What follows belongs to an exercise in optimizing a design on an open flow for small area, a short achievable clock period and few clock cycles per item; a production flow would make more cautious choices. Function was checked by simulation only, so behaviour that the tests miss may differ from the original.

==> v4 <==
==> flow/design.v <==
module viterbi_dec (
    input  wire        clk,
    input  wire        rst,
    input  wire        start,
    input  wire [2:0]  cfg_n,        
    input  wire [29:0] cfg_gen,      
    input  wire [4:0]  cfg_fb,       
    input  wire [1:0]  cfg_shift,    
    input  wire [12:0] cfg_nstage,   
    output wire        ready,
    input  wire        in_valid,
    input  wire [47:0] in_llr,
    output wire        in_ready,
    output reg         out_valid,
    output reg         out_bit,
    output reg         out_last
);
    localparam NS = 16;
    localparam W  = 11;           
    localparam SD = 64;           
    reg         rdy;              
    reg         run;              
    reg         wt;               
    reg         ir;               
    reg  [2:0]  n;
    reg  [29:0] gen;
    reg  [4:0]  fb;
    reg  [1:0]  shift;
    reg  [12:0] nstage;
    reg  [12:0] bidx;             
    wire        acc = in_valid & ir;
    assign ready    = rdy;
    assign in_ready = ir;
    reg  [47:0] llr_r;
    reg         v1;
    reg         f1_first;         
    reg         f1_dec;           
    reg         f1_last;          
    function [5:0] reduce_llr;
        input [7:0] x;
        input [1:0] s;
        reg signed [8:0] r;
        begin
            case (s)
                2'd0: r = {x[7], x};
                2'd1: r = {{2{x[7]}}, x[7:1]} + x[0];
                2'd2: r = {{3{x[7]}}, x[7:2]} + x[1];
                default: r = {{4{x[7]}}, x[7:3]} + x[2];
            endcase
            if (r > 9'sd31)
                reduce_llr = 6'd31;
            else if (r < -9'sd31)
                reduce_llr = 6'b100001;
            else
                reduce_llr = r[5:0];
        end
    endfunction
    wire [5:0] y [0:5];
    genvar k, r, s;
    generate
        for (k = 0; k < 6; k = k + 1) begin : g_y
            assign y[k] = (k < n) ? reduce_llr(llr_r[8*k +: 8], shift) : 6'd0;
        end
    endgenerate
    reg  [6:0]  ps_r [0:2];
    reg  [6:0]  pd_r [0:2];
    reg  [6:0]  nps_r, npd_r;
    reg         par_r;            
    reg         v2;
    reg         f2_first, f2_dec, f2_last;
    wire [6:0] ps [0:2];
    wire [6:0] pd [0:2];
    generate
        for (k = 0; k < 3; k = k + 1) begin : g_p
            assign ps[k] = {y[2*k][5], y[2*k]} + {y[2*k+1][5], y[2*k+1]};
            assign pd[k] = {y[2*k][5], y[2*k]} - {y[2*k+1][5], y[2*k+1]};
        end
    endgenerate
    wire [7:0] beta [0:NS-1];
    generate
        for (r = 0; r < NS; r = r + 1) begin : g_bm
            localparam [3:0] RV = r;
            wire [5:0] c;
            for (k = 0; k < 6; k = k + 1) begin : g_c
                assign c[k] = ^(gen[5*k+1 +: 4] & RV);
            end
            wire [6:0] u0 = ((c[0] ^ c[1]) ? pd_r[0] : ps_r[0]) ^ {7{c[0]}};
            wire [6:0] u1 = ((c[2] ^ c[3]) ? pd_r[1] : ps_r[1]) ^ {7{c[2]}};
            wire [6:0] u2 = c[4] ? (c[5] ? nps_r : npd_r) : (c[5] ? pd_r[2] : ps_r[2]);
            wire [8:0] bm = {{2{u0[6]}}, u0} + {{2{u1[6]}}, u1} + {{2{u2[6]}}, u2}
                          + {8'd0, c[0]} + {8'd0, c[2]};
            assign beta[r] = bm[8:1];
        end
    endgenerate
    reg  [7:0]  beta_r [0:NS-1];
    reg         npar_r;           
    reg         v3;
    reg         f3_first, f3_dec, f3_last;
    reg  [W-1:0] pm [0:NS-1];
    reg          pol;                         
    wire         pol_n = ~pol;
    wire [NS-1:0] sel;
    wire [W-1:0]  pm_new [0:NS-1];
    wire [NS-1:0] info;
    wire fbnz = (fb != 5'd0);
    generate
        for (s = 0; s < NS; s = s + 1) begin : g_acs
            localparam [3:0] SV = s;
            localparam integer J = s >> 1;
            localparam integer ODD = s & 1;
            wire [W-1:0] b0 = {{(W-8){beta_r[J][7]}},     beta_r[J]};
            wire [W-1:0] b1 = {{(W-8){beta_r[J + 8][7]}}, beta_r[J + 8]};
            wire [W-1:0] c0, c1;
            if (ODD) begin : g_odd
                assign c0 = pm[J]     + ~b0 + {{(W-1){1'b0}}, npar_r};
                assign c1 = pm[J + 8] + ~b1 + {{(W-1){1'b0}}, npar_r};
            end else begin : g_even
                assign c0 = pm[J]     + b0;
                assign c1 = pm[J + 8] + b1;
            end
            wire [W-1:0] d = c0 - c1;
            assign sel[s] = d[W-1] & ~f3_first;
            assign pm_new[s] = sel[s] ? c1 : c0;
            wire ist = fbnz ? ^(fb[3:0] & SV) : SV[0];
            assign info[s] = ist ^ (fb[4] & sel[s]);
        end
    endgenerate
    reg  [NS-1:0] e1, e0;
    reg           h;
    reg  [NS-1:0] info_r;
    reg           v4;
    reg  [SD-1:0] sr [0:NS-1];
    reg  [3:0]    sr64;       
    reg  [1:0]    sr65;       
    reg           sr66;       
    integer q;
    generate
        for (s = 0; s < NS; s = s + 1) begin : g_sr
            localparam integer P0 = s >> 1;
            localparam integer P1 = (s >> 1) | 8;
            wire [SD-1:0] nx;
            assign nx[0] = v4 ? (info_r[s] ^ pol_n) : ~sr[s][0];
            assign nx[SD-1:1] = ~(({(SD-1){e1[s]}} & sr[P1][SD-2:0])
                                | ({(SD-1){e0[s]}} & sr[P0][SD-2:0])
                                | ({(SD-1){h}}     & sr[s][SD-1:1]));
            always @(posedge clk)
                sr[s] <= nx;
        end
    endgenerate
    always @(posedge clk) begin
        e1     <= {NS{v3}} & sel;
        e0     <= {NS{v3}} & ~sel;
        h      <= ~v3;
        info_r <= info;
        v4     <= v3;
        for (q = 0; q < 4; q = q + 1)
            sr64[q] <= ~((e1[4*q] & sr[2*q + 8][SD-1]) | (e0[4*q] & sr[2*q][SD-1])
                       | (h & sr64[q]));
        sr65[0] <= ~((e1[0] & sr64[2]) | (e0[0] & sr64[0]) | (h & sr65[0]));
        sr65[1] <= ~((e1[8] & sr64[3]) | (e0[8] & sr64[1]) | (h & sr65[1]));
        sr66    <= ~((e1[0] & sr65[1]) | (e0[0] & sr65[0]) | (h & sr66));
    end
    function [W+1:0] pick;            
        input [W-1:0] ml, mr;
        input [1:0]   il, ir;
        reg   [W-1:0] d;
        begin
            d = ml - mr;
            pick = d[W-1] ? {ir, mr} : {il, ml};
        end
    endfunction
    reg  [W-1:0] q_pm  [0:3];
    reg  [1:0]   q_idx [0:3];
    genvar i;
    generate
        for (i = 0; i < 4; i = i + 1) begin : g_t1
            wire [W+1:0] a = pick(pm[4*i],     pm[4*i + 1], 2'd0, 2'd1);
            wire [W+1:0] b = pick(pm[4*i + 2], pm[4*i + 3], 2'd2, 2'd3);
            wire [W+1:0] w = pick(a[W-1:0], b[W-1:0], a[W+1:W], b[W+1:W]);
            always @(posedge clk) begin
                q_pm[i]  <= w[W-1:0];
                q_idx[i] <= w[W+1:W];
            end
        end
    endgenerate
    wire [W+1:0] t2a = pick(q_pm[0], q_pm[1], 2'd0, 2'd1);
    wire [W+1:0] t2b = pick(q_pm[2], q_pm[3], 2'd2, 2'd3);
    wire [W+1:0] t2w = pick(t2a[W-1:0], t2b[W-1:0], t2a[W+1:W], t2b[W+1:W]);
    wire [1:0]   grp = t2w[W+1:W];
    reg  [3:0]    best_r;
    reg  [NS-1:0] col63_r;
    wire [NS-1:0] col63;
    generate
        for (i = 0; i < NS; i = i + 1) begin : g_c63
            assign col63[i] = sr[i][SD-1];
        end
    endgenerate
    reg         f4_dec, f5_dec, f6_dec;
    reg         f4_last, f5_last;
    reg  [5:0]  nst4;             
    reg  [62:0] fl_buf;
    reg  [5:0]  fl_rem;           
    reg  [5:0]  fl_nst;           
    wire [62:0] sr0_fin = {sr66, sr65[0], sr64[0], sr[0][SD-1:4]} ^ {63{pol}};
    wire [12:0] bidx_n = bidx + 13'd1;
    wire [12:0] blast  = nstage + 13'd3;
    wire        last_ok_n = (fl_rem <= 6'd7);
    reg         wt2;
    integer j;
    always @(posedge clk) begin
        pol <= rst ? 1'b0 : pol_n;
        llr_r    <= in_llr;
        f1_first <= (bidx < 13'd4);
        f1_dec   <= (bidx >= 13'd63) && (bidx < nstage);
        f1_last  <= (bidx == blast);
        for (j = 0; j < 3; j = j + 1) begin
            ps_r[j] <= ps[j];
            pd_r[j] <= pd[j];
        end
        nps_r    <= -ps[2];
        npd_r    <= -pd[2];
        par_r    <= ^{y[0][0], y[1][0], y[2][0], y[3][0], y[4][0], y[5][0]};
        f2_first <= f1_first;
        f2_dec   <= f1_dec;
        f2_last  <= f1_last;
        for (j = 0; j < NS; j = j + 1)
            beta_r[j] <= beta[j];
        npar_r   <= ~par_r;
        f3_first <= f2_first;
        f3_dec   <= f2_dec;
        f3_last  <= f2_last;
        if (v3)
            for (j = 0; j < NS; j = j + 1)
                pm[j] <= pm_new[j];
        if (rdy && start)
            pm[0] <= {W{1'b0}};
        if (v3 && f3_last)
            nst4 <= (nstage >= 13'd63) ? 6'd63 : nstage[5:0];
        best_r  <= {grp, q_idx[grp]};
        col63_r <= col63 ^ {NS{pol}};
        if (fl_rem != 6'd0)
            fl_rem <= fl_rem - 6'd1;
        fl_buf <= {fl_buf[61:0], 1'b0};
        if (f5_last) begin
            fl_buf <= sr0_fin;
            fl_rem <= 6'd63;
            fl_nst <= nst4;
        end
        out_valid <= 1'b0;
        out_last  <= 1'b0;
        if (f6_dec) begin
            out_valid <= 1'b1;
            out_bit   <= col63_r[best_r];
        end else begin
            out_valid <= (fl_rem != 6'd0) && (fl_rem <= fl_nst);
            out_last  <= (fl_rem == 6'd1);
            out_bit   <= fl_buf[62];
        end
        if (rdy && start) begin
            n      <= cfg_n;
            gen    <= cfg_gen;
            fb     <= cfg_fb;
            shift  <= cfg_shift;
            nstage <= cfg_nstage;
            bidx   <= 13'd0;
            rdy    <= 1'b0;
            run    <= 1'b1;
            ir     <= 1'b1;
        end
        if (acc) begin
            bidx <= bidx_n;
            if (bidx == blast) begin
                run <= 1'b0;
                ir  <= 1'b0;
            end else if (bidx_n == blast) begin
                ir  <= last_ok_n;
            end
        end else if (run && bidx == blast) begin
            ir <= last_ok_n;
        end
        wt2 <= wt;
        wt  <= 1'b0 | (acc && bidx == blast);
        if (wt2)
            rdy <= 1'b1;
        v1 <= acc;
        v2 <= v1;
        v3 <= v2;
        f4_dec  <= v3 & f3_dec;
        f4_last <= v3 & f3_last;
        f5_dec  <= f4_dec;
        f5_last <= f4_last;
        f6_dec  <= f5_dec;
        if (rst) begin
            rdy       <= 1'b1;
            run       <= 1'b0;
            wt        <= 1'b0;
            wt2       <= 1'b0;
            ir        <= 1'b0;
            v1        <= 1'b0;
            v2        <= 1'b0;
            v3        <= 1'b0;
            f4_dec    <= 1'b0;
            f5_dec    <= 1'b0;
            f6_dec    <= 1'b0;
            f4_last   <= 1'b0;
            f5_last   <= 1'b0;
            fl_rem    <= 6'd0;
            out_valid <= 1'b0;
            out_last  <= 1'b0;
        end
    end
endmodule
==> flow/run.sh <==
#!/bin/bash
# synth_recipe.tcl (not shown) runs the flow's synth.tcl, then flattens the netlist and writes it again
# the make line also repeats each setting of config.mk as NAME=value (left out here)
make -C /OpenROAD-flow-scripts/flow DESIGN_CONFIG=/design/flow/config.mk WORK_HOME=/design/flow/orfs CLKGATE_MAP_FILE= SYNTH_SCRIPT=/design/flow/synth_recipe.tcl finish
==> flow/config.mk <==
export PLATFORM = sky130hd
export DESIGN_NAME = viterbi_dec
export DESIGN_NICKNAME = viterbi_dec
export VERILOG_FILES = /design/flow/design.v
export SDC_FILE = /design/flow/constraint.sdc
export NUM_CORES = 4
export LEC_CHECK = 0
export CAP_MARGIN = 20
export CORE_MARGIN = 2
export CORE_UTILIZATION = 50
export SLEW_MARGIN = 20
==> flow/constraint.sdc <==
create_clock -name core_clock -period 18.0 [get_ports {clk}]
set_input_delay 3.6000 -clock core_clock [delete_from_list [all_inputs] [get_ports {clk}]]
set_output_delay 3.6000 -clock core_clock [all_outputs]
set_load 0.01 [all_outputs]
==> v14 (differences from v4) <==
==> flow/design.v, changed modules only <==
module viterbi_dec (
    input  wire        clk,
    input  wire        rst,
    input  wire        start,
    input  wire [2:0]  cfg_n,        
    input  wire [29:0] cfg_gen,      
    input  wire [4:0]  cfg_fb,       
    input  wire [1:0]  cfg_shift,    
    input  wire [12:0] cfg_nstage,   
    output wire        ready,
    input  wire        in_valid,
    input  wire [47:0] in_llr,
    output wire        in_ready,
    output reg         out_valid,
    output reg         out_bit,
    output reg         out_last
);
    localparam NS = 16;
    localparam W  = 11;           
    localparam SD = 64;           
    reg         rdy;              
    reg         run;              
    reg         wt;               
    reg         ir;               
    reg  [2:0]  n;
    reg  [3:0]  ga0, gx0, ga1, gx1, g4, g5;
    reg  [4:0]  fb;
    reg  [1:0]  shift;
    reg  [12:0] nstage;
    reg  [12:0] bidx;             
    wire        acc = in_valid & ir;
    reg         rdy_o, ir_o;
    assign ready    = rdy_o;
    assign in_ready = ir_o;
    reg  [47:0] llr_r;
    reg         v1;
    reg         f1_first;         
    reg         f1_zero, f2_zero;   
    reg         f1_dec;           
    reg         f1_last;          
    function [5:0] reduce_llr;
        input [7:0] x;
        input [1:0] s;
        reg signed [8:0] r;
        begin
            case (s)
                2'd0: r = {x[7], x};
                2'd1: r = {{2{x[7]}}, x[7:1]} + x[0];
                2'd2: r = {{3{x[7]}}, x[7:2]} + x[1];
                default: r = {{4{x[7]}}, x[7:3]} + x[2];
            endcase
            if (r > 9'sd31)
                reduce_llr = 6'd31;
            else if (r < -9'sd31)
                reduce_llr = 6'b100001;
            else
                reduce_llr = r[5:0];
        end
    endfunction
    wire [5:0] y [0:5];
    genvar k, r, s;
    generate
        for (k = 0; k < 6; k = k + 1) begin : g_y
            assign y[k] = (k < n) ? reduce_llr(llr_r[8*k +: 8], shift) : 6'd0;
        end
    endgenerate
    reg  [6:0]  ps_r [0:2];
    reg  [6:0]  pd_r [0:2];
    reg  [6:0]  nps_r, npd_r;
    reg         par_r;            
    reg         v2;
    reg         f2_first, f2_dec, f2_last;
    wire [6:0] ps [0:2];
    wire [6:0] pd [0:2];
    generate
        for (k = 0; k < 3; k = k + 1) begin : g_p
            assign ps[k] = {y[2*k][5], y[2*k]} + {y[2*k+1][5], y[2*k+1]};
            assign pd[k] = {y[2*k][5], y[2*k]} - {y[2*k+1][5], y[2*k+1]};
        end
    endgenerate
    function [8:0] ks9;
        input [8:0] a, b;
        input       ci;
        reg   [8:0] g, p, gg, pp;
        integer lv, bi;
        begin
            g = a & b;
            p = a ^ b;
            gg = g;
            pp = p;
            gg[0] = g[0] | (p[0] & ci);
            for (lv = 1; lv < 9; lv = lv * 2)
                for (bi = 8; bi >= lv; bi = bi - 1) begin
                    gg[bi] = gg[bi] | (pp[bi] & gg[bi - lv]);
                    pp[bi] = pp[bi] & pp[bi - lv];
                end
            ks9 = p ^ {gg[7:0], ci};
        end
    endfunction
    wire [7:0] beta [0:NS-1];
    generate
        for (r = 0; r < NS; r = r + 1) begin : g_bm
            localparam [3:0] RV = r;
            wire n0  = ^(ga0 & RV);
            wire x01 = ^(gx0 & RV);
            wire n2  = ^(ga1 & RV);
            wire x23 = ^(gx1 & RV);
            wire c4  = ^(g4 & RV);
            wire c5  = ^(g5 & RV);
            wire [6:0] u0 = (x01 ? pd_r[0] : ps_r[0]) ^ {7{n0}};
            wire [6:0] u1 = (x23 ? pd_r[1] : ps_r[1]) ^ {7{n2}};
            wire [6:0] u2 = c4 ? (c5 ? nps_r : npd_r) : (c5 ? pd_r[2] : ps_r[2]);
            wire [8:0] a0 = {{2{u0[6]}}, u0};
            wire [8:0] a1 = {{2{u1[6]}}, u1};
            wire [8:0] a2 = {{2{u2[6]}}, u2};
            wire [8:0] s1 = a0 ^ a1 ^ a2;
            wire [8:0] c1 = {(a0[7:0] & a1[7:0]) | (a0[7:0] & a2[7:0])
                             | (a1[7:0] & a2[7:0]), n0};
            wire [8:0] bm = ks9(s1, c1, n2);
            assign beta[r] = bm[8:1];
        end
    endgenerate
    reg  [7:0]  beta_r [0:NS-1];
    reg         npar_r;           
    reg         v3;
    reg         f3_first, f3_dec, f3_last;
    function lt_w;
        input [W-1:0] a, b;
        reg   [W-1:0] g, p;
        integer lv, bi;
        begin
            g = a & ~b;
            p = ~(a ^ b);
            g[0] = g[0] | p[0];           
            for (lv = 1; lv < W; lv = lv * 2)
                for (bi = W - 1; bi >= lv; bi = bi - 1) begin
                    g[bi] = g[bi] | (p[bi] & g[bi - lv]);
                    p[bi] = p[bi] & p[bi - lv];
                end
            lt_w = ~(a[W-1] ^ b[W-1]) ^ g[W-2];
        end
    endfunction
    function [W-1:0] ks_w;
        input [W-1:0] a, b;
        input         ci;
        reg   [W-1:0] g, p, gg, pp;
        integer lv, bi;
        begin
            g = a & b;
            p = a ^ b;
            gg = g;
            pp = p;
            gg[0] = g[0] | (p[0] & ci);
            for (lv = 1; lv < W; lv = lv * 2)
                for (bi = W - 1; bi >= lv; bi = bi - 1) begin
                    gg[bi] = gg[bi] | (pp[bi] & gg[bi - lv]);
                    pp[bi] = pp[bi] & pp[bi - lv];
                end
            ks_w = p ^ {gg[W-2:0], ci};
        end
    endfunction
    reg  [W-1:0] pm [0:NS-1];
    reg          pol;                         
    wire         pol_n = ~pol;
    wire [NS-1:0] sel;
    wire [W-1:0]  pm_new [0:NS-1];
    wire [NS-1:0] info;
    reg  [4:0] fb3;
    reg  [5:0] nst3;
    wire fbnz = (fb3 != 5'd0);
    generate
        for (s = 0; s < NS; s = s + 1) begin : g_acs
            localparam [3:0] SV = s;
            localparam integer J = s >> 1;
            localparam integer ODD = s & 1;
            wire [W-1:0] b0 = {{(W-8){beta_r[J][7]}},     beta_r[J]};
            wire [W-1:0] b1 = {{(W-8){beta_r[J + 8][7]}}, beta_r[J + 8]};
            wire [W-1:0] c0, c1;
            if (ODD) begin : g_odd
                assign c0 = ks_w(pm[J],     ~b0, npar_r);
                assign c1 = ks_w(pm[J + 8], ~b1, npar_r);
            end else begin : g_even
                assign c0 = ks_w(pm[J],     b0, 1'b0);
                assign c1 = ks_w(pm[J + 8], b1, 1'b0);
            end
            assign sel[s] = lt_w(c0, c1) & ~f3_first;
            assign pm_new[s] = sel[s] ? c1 : c0;
            wire ist = fbnz ? ^(fb3[3:0] & SV) : SV[0];
            assign info[s] = ist ^ (fb3[4] & sel[s]);
        end
    endgenerate
    reg  [NS-1:0] e1, e0;
    reg           h;
    reg  [NS-1:0] info_r;
    reg           v4;
    reg  [SD-1:0] sr [0:NS-1];
    reg  [3:0]    sr64;       
    reg  [1:0]    sr65;       
    reg           sr66;       
    integer q;
    generate
        for (s = 0; s < NS; s = s + 1) begin : g_sr
            localparam integer P0 = s >> 1;
            localparam integer P1 = (s >> 1) | 8;
            wire [SD-1:0] nx;
            assign nx[0] = v4 ? (info_r[s] ^ pol_n) : ~sr[s][0];
            assign nx[SD-1:1] = ~(({(SD-1){e1[s]}} & sr[P1][SD-2:0])
                                | ({(SD-1){e0[s]}} & sr[P0][SD-2:0])
                                | ({(SD-1){h}}     & sr[s][SD-1:1]));
            always @(posedge clk)
                sr[s] <= nx;
        end
    endgenerate
    always @(posedge clk) begin
        e1     <= {NS{v3}} & sel;
        e0     <= {NS{v3}} & ~sel;
        h      <= ~v3;
        info_r <= info;
        v4     <= v3;
        for (q = 0; q < 4; q = q + 1)
            sr64[q] <= ~((e1[4*q] & sr[2*q + 8][SD-1]) | (e0[4*q] & sr[2*q][SD-1])
                       | (h & sr64[q]));
        sr65[0] <= ~((e1[0] & sr64[2]) | (e0[0] & sr64[0]) | (h & sr65[0]));
        sr65[1] <= ~((e1[8] & sr64[3]) | (e0[8] & sr64[1]) | (h & sr65[1]));
        sr66    <= ~((e1[0] & sr65[1]) | (e0[0] & sr65[0]) | (h & sr66));
    end
    function [W+1:0] pick;            
        input [W-1:0] ml, mr;
        input [1:0]   il, ir;
        begin
            pick = lt_w(ml, mr) ? {ir, mr} : {il, ml};
        end
    endfunction
    reg  [W-1:0] q_pm  [0:3];
    reg  [1:0]   q_idx [0:3];
    genvar i;
    generate
        for (i = 0; i < 4; i = i + 1) begin : g_t1
            wire [W+1:0] a = pick(pm[4*i],     pm[4*i + 1], 2'd0, 2'd1);
            wire [W+1:0] b = pick(pm[4*i + 2], pm[4*i + 3], 2'd2, 2'd3);
            wire [W+1:0] w = pick(a[W-1:0], b[W-1:0], a[W+1:W], b[W+1:W]);
            always @(posedge clk) begin
                q_pm[i]  <= w[W-1:0];
                q_idx[i] <= w[W+1:W];
            end
        end
    endgenerate
    wire [W+1:0] t2a = pick(q_pm[0], q_pm[1], 2'd0, 2'd1);
    wire [W+1:0] t2b = pick(q_pm[2], q_pm[3], 2'd2, 2'd3);
    wire [W+1:0] t2w = pick(t2a[W-1:0], t2b[W-1:0], t2a[W+1:W], t2b[W+1:W]);
    wire [1:0]   grp = t2w[W+1:W];
    reg  [3:0]    best_r;
    reg  [NS-1:0] col63_r;
    wire [NS-1:0] col63;
    generate
        for (i = 0; i < NS; i = i + 1) begin : g_c63
            assign col63[i] = sr[i][SD-1];
        end
    endgenerate
    reg         f4_dec, f5_dec, f6_dec;
    reg         f4_last, f5_last;
    reg  [5:0]  nst4;             
    reg  [62:0] fl_buf;
    reg  [5:0]  fl_rem;           
    reg  [5:0]  fl_nst;           
    wire [62:0] sr0_fin = {sr66, sr65[0], sr64[0], sr[0][SD-1:4]} ^ {63{pol}};
    wire [12:0] bidx_n = bidx + 13'd1;
    wire [12:0] blast  = nstage + 13'd3;
    wire        last_ok_n = (fl_rem <= 6'd7);
    integer j;
    always @(posedge clk) begin
        pol <= rst ? 1'b0 : pol_n;
        llr_r    <= in_llr;
        f1_first <= (bidx < 13'd4);
        f1_zero  <= (bidx == 13'd0);
        f1_dec   <= (bidx >= 13'd63) && (bidx < nstage);
        f1_last  <= (bidx == blast);
        for (j = 0; j < 3; j = j + 1) begin
            ps_r[j] <= ps[j];
            pd_r[j] <= pd[j];
        end
        nps_r    <= -ps[2];
        npd_r    <= -pd[2];
        par_r    <= ^{y[0][0], y[1][0], y[2][0], y[3][0], y[4][0], y[5][0]};
        f2_first <= f1_first;
        f2_zero  <= f1_zero;
        f2_dec   <= f1_dec;
        f2_last  <= f1_last;
        for (j = 0; j < NS; j = j + 1)
            beta_r[j] <= beta[j];
        npar_r   <= ~par_r;
        f3_first <= f2_first;
        f3_dec   <= f2_dec;
        f3_last  <= f2_last;
        if (v3)
            for (j = 0; j < NS; j = j + 1)
                pm[j] <= pm_new[j];
        if (v2 && f2_zero)
            pm[0] <= {W{1'b0}};
        fb3  <= fb;
        nst3 <= (nstage >= 13'd63) ? 6'd63 : nstage[5:0];
        if (v3 && f3_last)
            nst4 <= nst3;
        best_r  <= {grp, q_idx[grp]};
        col63_r <= col63 ^ {NS{pol}};
        if (fl_rem != 6'd0)
            fl_rem <= fl_rem - 6'd1;
        fl_buf <= {fl_buf[61:0], 1'b0};
        if (f5_last) begin
            fl_buf <= sr0_fin;
            fl_rem <= 6'd63;
            fl_nst <= nst4;
        end
        out_valid <= 1'b0;
        out_last  <= 1'b0;
        if (f6_dec) begin
            out_valid <= 1'b1;
            out_bit   <= col63_r[best_r];
        end else begin
            out_valid <= (fl_rem != 6'd0) && (fl_rem <= fl_nst);
            out_last  <= (fl_rem == 6'd1);
            out_bit   <= fl_buf[62];
        end
        if (rdy) begin
            n      <= cfg_n;
            ga0    <= cfg_gen[4:1];
            gx0    <= cfg_gen[4:1]   ^ cfg_gen[9:6];
            ga1    <= cfg_gen[14:11];
            gx1    <= cfg_gen[14:11] ^ cfg_gen[19:16];
            g4     <= cfg_gen[24:21];
            g5     <= cfg_gen[29:26];
            fb     <= cfg_fb;
            shift  <= cfg_shift;
            nstage <= cfg_nstage;
            bidx   <= 13'd0;
        end
        if (rdy_o && start) begin
            rdy_o  <= 1'b0;
            ir_o   <= 1'b1;
        end
        if (rdy && start) begin
            rdy    <= 1'b0;
            run    <= 1'b1;
            ir     <= 1'b1;
        end
        if (acc) begin
            bidx <= bidx_n;
            if (bidx == blast) begin
                run  <= 1'b0;
                ir   <= 1'b0;
                ir_o <= 1'b0;
            end else if (bidx_n == blast) begin
                ir   <= last_ok_n;
                ir_o <= last_ok_n;
            end
        end else if (run && bidx == blast) begin
            ir   <= last_ok_n;
            ir_o <= last_ok_n;
        end
        wt  <= acc && bidx == blast;
        if (wt) begin
            rdy   <= 1'b1;
            rdy_o <= 1'b1;
        end
        v1 <= acc;
        v2 <= v1;
        v3 <= v2;
        f4_dec  <= v3 & f3_dec;
        f4_last <= v3 & f3_last;
        f5_dec  <= f4_dec;
        f5_last <= f4_last;
        f6_dec  <= f5_dec;
        if (rst) begin
            rdy       <= 1'b1;
            rdy_o     <= 1'b1;
            ir_o      <= 1'b0;
            run       <= 1'b0;
            wt        <= 1'b0;
            ir        <= 1'b0;
            v1        <= 1'b0;
            v2        <= 1'b0;
            v3        <= 1'b0;
            f4_dec    <= 1'b0;
            f5_dec    <= 1'b0;
            f6_dec    <= 1'b0;
            f4_last   <= 1'b0;
            f5_last   <= 1'b0;
            fl_rem    <= 6'd0;
            out_valid <= 1'b0;
            out_last  <= 1'b0;
        end
    end
endmodule
==> flow/flow/run.sh (new file) <==
#!/bin/bash
# The standard layout, with the input and output port buffers in
# sky130_fd_sc_hd__buf_2 instead of the cell buffer_ports picks by itself.
set -euo pipefail
export BUFFER_PORTS_ARGS="-buffer_cell sky130_fd_sc_hd__buf_2"
bash standard.sh > standard.log 2>&1
==> flow/standard.sh (new file) <==
#!/bin/bash
# synth_recipe.tcl (not shown) runs the flow's synth.tcl, then flattens the netlist and writes it again
# the make line also repeats each setting of config.mk as NAME=value (left out here)
make -C /OpenROAD-flow-scripts/flow DESIGN_CONFIG=/design/flow/config.mk WORK_HOME=/design/flow/orfs CLKGATE_MAP_FILE= SYNTH_SCRIPT=/design/flow/synth_recipe.tcl "${@:-finish}"
--- a/flow/config.mk
+++ b/flow/config.mk
@@ -7,5 +7,8 @@
 export LEC_CHECK = 0
+export ABC_AREA = 1
 export CAP_MARGIN = 20
 export CORE_MARGIN = 2
-export CORE_UTILIZATION = 50
-export SLEW_MARGIN = 20
+export CORE_UTILIZATION = 45
+export CTS_CLUSTER_DIAMETER = 80
+export CTS_CLUSTER_SIZE = 24
+export SLEW_MARGIN = 60
removed: flow/run.sh
==> summary.txt <==
| item | v4 | v14 |
|---|---|---|
| Final worst hold slack | 0.324 ns | 0.335 ns |
| Net Count, Synth | 11300 | 13300 |
| Via count of the first global-routing pass | 77600 | 82300 |
| Outcome | timing/DRC/antenna clean | timing/DRC/antenna clean |
| Placement-stage worst setup slack | 11.61 ns | 13.15 ns |
| Slowest-stage cell, CP | xor2_1 | edfxtp_1 |
| Syn-to-layout area delta | 9.06% | 7.87% |
| Worst R2R Setup Slack | 12.10 ns | 13.10 ns |
| Layout Cell Area excl Fill | 109000 sq um | 110000 sq um |
| Flops & latches, synth | 1725 | 1739 |
| Initial antenna violation count | 10 | 11 |
Testbench counts of v4, summed over its fixed seeds: cycles 11,485, items 10,881.
Testbench counts of v14, summed over its fixed seeds: cycles 11,441, items 10,881.

==> what the ideal ports hide <==
How much do the figures lean on ideal ports? The routed layouts below were timed once more, with nothing changed but the port constraints.
Step 1 assumes that a clkbuf_16 drives the clock port and a buf_2 every other input.
Step 2 adds t to the input delays and takes it off the output delays; t is the mean of the earliest and latest rising clock arrival at the registers after step 1. Input paths then give back, and output paths get back, about the clock's delay inside the block.
a / b / c = ideal ports / drivers / drivers and shift; a / b = the first two.
| run | shift t [ns] | setup WS [ns] | worst setup path after step 2 | latest minus earliest clock arrival (ns) | slew at the worst register clock pin (ns) |
|---|---|---|---|---|---|
| v4 | 0.914 | 12.097 / 12.097 / 11.517 | input to register | 0.065 / 0.066 | 0.07 / 0.07 |
| v14 | 0.895 | 13.097 / 13.000 / 13.097 | register to register | 0.081 / 0.081 | 0.10 / 0.10 |
After both steps every run listed still meets setup and hold. For v4, which loses most, drivers alone change the setup slack by 0.000 ns; drivers and shift together by -0.580 ns.
